Background: an optimization exercise with open tools, aiming at small area, a short achievable clock period and few clock cycles per item. Do not read the settings as production practice. The RTL was checked by simulation tests, not by an equivalence proof against the original design. No activity file was given, so power comes from the tool's default toggle rates.

Setup of P:
Design facet_tile, start of the top module:
module facet_tile (
    input  wire        clk,
    input  wire        rst,
    input  wire        start,
    input  wire [1:0]  cls,           
    input  wire [31:0] crc_in,        
    output wire        idle,
    input  wire        in_valid,
    input  wire [7:0]  in_data,
    output wire        in_ready,
    output reg         out_valid,
    output reg  [63:0] out_data,
    input  wire        out_ready,
    output reg         done,
    output wire [3:0]  done_cause,    
    output wire [7:0]  done_offset,   
    output wire [31:0] done_arg,      
    output wire [31:0] done_crc       
);
    localparam [3:0] P_HDR   = 4'd0,
                     P_U1    = 4'd1,
                     P_C1    = 4'd2,
                     P_E     = 4'd3,
                     P_B1    = 4'd4,
                     P_B2    = 4'd5,
                     P_BMAP  = 4'd6,
                     P_NLEN  = 4'd7,
                     P_NCOD  = 4'd8,
                     P_TRAIL = 4'd9;    
    reg         busy;
    reg         idle_r;       
    reg  [1:0]  cls_q;
    reg  [8:0]  idx;          
    reg  [3:0]  pst;          
    reg         fail;         
    reg  [3:0]  cause;
    reg  [7:0]  offset;
    reg  [31:0] arg;
    reg  [31:0] crc;
    reg  [10:0] p_last;       
    reg         rdy;
    reg         v0, v1;
    reg  [7:0]  h0, h1;
    reg         pend;
    reg  [9:0]  pend_l;
    reg  [7:0]  code_st;
    reg  [7:0]  len_st;       
    reg         bm;           
    reg         run_act;
    reg  [9:0]  run_l;        
    reg  [7:0]  run_code;     
    reg  [2:0]  q;            
    reg  [6:0]  bcnt;         
    reg         ofin;         
    assign idle        = idle_r;
    assign in_ready    = rdy;
    assign done_cause  = cause;
    assign done_offset = offset;
    assign done_arg    = arg;
    assign done_crc    = crc;
    function [31:0] crc64;
        input [31:0] c;
        input [63:0] d;
        reg [31:0] x;
  ...
clock: 10.0 ns
lec_check: 0
cap_margin: 20
core_margin: 2
core_utilization: 30
cts_cluster_diameter: 90
cts_cluster_size: 30
gpl_timing_driven: 0
place_density: 0.5
slew_margin: 40
run.sh (not shown) runs the stock make flow with config.mk's settings and CLKGATE_MAP_FILE= SYNTH_SCRIPT=/design/flow/synth_recipe.tcl, a recipe that flattens the netlist after the stock synthesis.
P: full flow OK, the timing, design-rule and antenna checks passed
Testbench counts of P, summed over its fixed seeds: cycles 516,466, tiles 1,920.
Modified inputs, Q compared to P
- swapping 40 for 20 in SLEW_MARGIN
- clearing GPL_TIMING_DRIVEN, which used to be 0
- clearing CTS_CLUSTER_SIZE, which used to be 30
- clearing CTS_CLUSTER_DIAMETER, which used to be 90
==> comparison <==
- Q vs P on routability congestion estimate from global placement: Q is the higher one.
- Re routed wire length: P was higher than Q.
- Changes observed in Q relative to P: post-route fraction of the period consumed by the critical path shows an increase of 2.4 points, met2 track demand over resource shows no meaningful change.
- Total chip power on Q is behind P.
- Measured against each other, Q and P differ in synthesis-to-layout area growth, the higher figure coming from P.
- In Q, the final critical path time including I/O delays and setup came out 0.24 ns above the value in P.
- Core util | Q vs P | Q lower
- Sort Q and P by count of clock-buffer cells in the layout, ascending, and P comes first.
- Going from P to Q, the first-pass GRT wire length was found to have gone down by 2.2 mm.
- Looking at switching power, Q sits 85 uW below P.
Inputs modified between Q and R:
- GPL_TIMING_DRIVEN: unset -> 0
- PLACE_DENSITY: 0.5 -> 0.55
- CTS_CLUSTER_SIZE: unset -> 30
- CTS_CLUSTER_DIAMETER: unset -> 90
Results
Timing, DRC, antenna: 0 failures across R and Q. R reports its class of the most critical setup path as reg -> reg while Q reports reg -> out. Re clock buffer count from CTS: Q was higher than R. Final cell utilization of the core: Q vs R, no meaningful difference. In the reports for R and Q, the smaller met2 track utilization from global routing belongs to Q. Of R and Q, the lower required time reported for the critical path endpoint belongs to Q. Diff Q -> R: number of inserted filler cells in the final layout roughly the same; final hold violation count roughly the same; sequential share of layout area ~0 delta. [compare] base=Q new=R: area added between synthesis and finish increased 0.23 points; combinational power increased about 2%; distinct cell type count after synthesis essentially unchanged; number of standard cells in the layout, taps in and fillers out increased 2.0%.
What S does differently from R at the input level:
- CORE_UTILIZATION now 40, was 30
- CTS_CLUSTER_DIAMETER no longer set, was 90
- PLACE_DENSITY now 0.6, was 0.55
- CTS_CLUSTER_SIZE no longer set, was 30
- GPL_TIMING_DRIVEN no longer set, was 0
Notes after the runs:
S reached the final stage; the timing, design-rule and antenna checks on its layout passed. According to the power report, total power for S is higher than for R. Of R and S, the run reporting the higher final cell count was R. Diff R -> S: worst setup slack went down, total of clock buffers placed in the layout went up, post-layout minimum cycle time went up. Higher count of non-CTS buffers in the layout among R and S: R. Relative to R, design area has decreased by about 1.5% in S. Share of the cycle needed by the critical path after routing, R and S: lower on R. Across both runs, count of vias placed by the detailed router was lower for S than for R.

[what the ideal ports hide]
The results above use ideal ports. As a check the final layouts listed here were re-extracted and re-timed, cells and wires unchanged. Step 1 sets driving cells, clkbuf_16 on the clock port and buf_2 on the other inputs (assumed; they add their load-dependent delay and slew). Step 2 also shifts input and output timing later by t, the mid clock arrival at the registers, as if the neighbouring blocks saw the same clock. Slacks: ideal ports / drivers / drivers and shift; pairs: ideal ports / drivers.
run	shift t [ns]	setup WS [ns]	clock arrival spread, ns	cell pins on the clock port's net
P	0.609	6.092 / 6.027 / 5.839	0.037 / 0.037	1
Q	0.645	5.850 / 5.788 / 5.701	0.013 / 0.013	1
R	0.622	5.960 / 5.960 / 5.655	0.038 / 0.038	1
S	0.618	5.887 / 5.887 / 5.682	0.016 / 0.016	1
After both steps setup and hold are still met in every run listed. The setup slack of R, which loses most, moves by 0.000 ns with the drivers and by -0.305 ns with both steps.
